Context: an optimization exercise on an open-source flow, tuned for small area and few clock cycles per item. The choices shown serve that exercise and are no tape-out recipe.
The RTL was checked by simulation tests, not by an equivalence proof against the original design.

==> run a <==
// pix_corr
module pix_corr (
    input  wire        clk,
    input  wire        rst,
    input  wire        in_valid,
    output wire        in_ready,
    input  wire [17:0] in_pix,
    input  wire [2:0]  in_bcode,
    input  wire [17:0] in_offset,
    input  wire [17:0] in_gain,
    input  wire [17:0] in_ratio,
    input  wire [17:0] in_drift,
    input  wire [2:0]  in_wcode,
    output wire        out_valid,
    input  wire        out_ready,
    output wire [17:0] out_data,
    output wire        out_sat_lo,
    output wire        out_sat_hi
);
==> flow/config.mk <==
export PLATFORM = sky130hd
export DESIGN_NAME = pix_corr
export DESIGN_NICKNAME = pix_corr
export VERILOG_FILES = /design/flow/design.v
export SDC_FILE = /design/flow/constraint.sdc
export NUM_CORES = 4
export LEC_CHECK = 0
export ABC_AREA = 1
export CAP_MARGIN = 20
export CORE_MARGIN = 2
export CORE_UTILIZATION = 40
export CTS_BUF_LIST = sky130_fd_sc_hd__clkbuf_8
export SLEW_MARGIN = 20
export SYNTH_HIERARCHICAL = 1
export SYNTH_MINIMUM_KEEP_SIZE = 0
==> flow/constraint.sdc <==
create_clock -name core_clock -period 10.0 [get_ports {clk}]
set_input_delay 2.0000 -clock core_clock [delete_from_list [all_inputs] [get_ports {clk}]]
set_output_delay 2.0000 -clock core_clock [all_outputs]
set_load 0.01 [all_outputs]
standard.sh (not shown) runs the stock make flow with config.mk's settings and CLKGATE_MAP_FILE= SYNTH_SCRIPT=/design/flow/synth_recipe.tcl, a recipe that flattens the netlist after the stock synthesis.
==> flow/flow/run.sh <==
#!/bin/bash
# The standard layout (the standard.sh, unchanged synthesis and steps), with one
# difference: the port buffers that global placement inserts on every input and output
# are sky130_fd_sc_hd__buf_1 instead of the resizer's default pick.
set -euo pipefail
export BUFFER_PORTS_ARGS="-buffer_cell sky130_fd_sc_hd__buf_1"
bash standard.sh > standard.log 2>&1
==> run b (differences from run a) <==
--- a/flow/design.v
+++ b/flow/design.v
@@ -3393,11 +3393,11 @@
     assign bt756 = (d1[15] & ~d1[14] & ~d1[13]) | (~d1[15] & d1[14] & d1[13]);
     assign bn757 = d1[17];
     assign bo758 = d1[16] ^ d1[15];
     assign bt759 = (d1[17] & ~d1[16] & ~d1[15]) | (~d1[17] & d1[16] & d1[15]);
     assign bo760 = d1[18] ^ d1[17];
-    assign bt761 = 1'b0;
+    assign bt761 = ~d1[19] & d1[18] & d1[17];
     assign p762 = ((bo734 & (~g1[0]))) ^ bn733;
     assign p763 = ((bo734 & (~g1[1])) | (bt735 & (~g1[0]))) ^ bn733;
     assign p764 = ((bo734 & (~g1[2])) | (bt735 & (~g1[1]))) ^ bn733;
     assign p765 = ((bo734 & (~g1[3])) | (bt735 & (~g1[2]))) ^ bn733;
     assign p766 = ((bo734 & (~g1[4])) | (bt735 & (~g1[3]))) ^ bn733;
==> flow/config.mk (replaced) <==
export PLATFORM = sky130hd
export DESIGN_NAME = pix_corr
export DESIGN_NICKNAME = pix_corr
export VERILOG_FILES = /design/flow/design.v
export SDC_FILE = /design/flow/constraint.sdc
export NUM_CORES = 4
export LEC_CHECK = 0
export ABC_AREA = 1
export CAP_MARGIN = 0
export CORE_MARGIN = 2
export CORE_UTILIZATION = 40
export SLEW_MARGIN = 0
export SYNTH_HIERARCHICAL = 1
export SYNTH_MINIMUM_KEEP_SIZE = 0
==> run summary <==
| metric | run a | run b |
|---|---|---|
| Average wire length per cell after detail routing | 24.9 microns | 23.9 microns |
| Minimum setup slack in the final design | 0.408 ns | 0.429 ns |
| Number of synthesized flops with an enable pin | 136 | 137 |
| Multi-input logic portion of the cell area | 75.4% | 75.0% |
| Die width | 290 microns | 291 microns |
| Initial cell density of the core | 40.5% | 40.2% |
| Well tap count | 1060 | 1070 |
| Inverters, non-clock | 318 | 311 |
| Count of mapped cells out of synthesis | 3504 | 3512 |
| Global routing usage on met1 | 35.2% | 34.8% |
| Outcome | complete, no violations | complete, no violations |
| Floorplan die height | 290 microns | 291 microns |
| Vias after detailed routing | 28759 | 28863 |
| Hold WS | 0.426 ns | 0.419 ns |
| Area after DPL | 34600 sq um | 34700 sq um |
Testbench counts of run a, summed over its fixed seeds: cycles 16,016, items 16,000.
Testbench counts of run b, summed over its fixed seeds: cycles 16,016, items 16,000.

-- re-timing with driven ports --
Ports are ideal in the flow. The routed layouts listed here were re-timed in OpenROAD. Step 1 (the two cells are an assumption about what drives the block):
set clk [get_ports {clk}]
set_driving_cell -lib_cell sky130_fd_sc_hd__clkbuf_16 $clk
set_driving_cell -lib_cell sky130_fd_sc_hd__buf_2 [delete_from_list [all_inputs] $clk]
Step 2 times the ports against the registers' clock, not the clock port: input delays grow and output delays shrink by t, the midpoint of the rising clock arrivals with the driver on. Three values: ideal, step 1, step 2; two values: the first two.
run | t, ns | setup WS [ns] | worst setup path at the end | worst register clock-pin slew, ns
run a | 0.582 | 0.408 / 0.355 / 0.160 | input to register | 0.10 / 0.10
run b | 0.552 | 0.429 / 0.364 / 0.189 | input to register | 0.07 / 0.07
After both steps every run listed still meets setup and hold. For run a, which loses most, drivers alone change the setup slack by -0.053 ns; drivers and shift together by -0.248 ns.
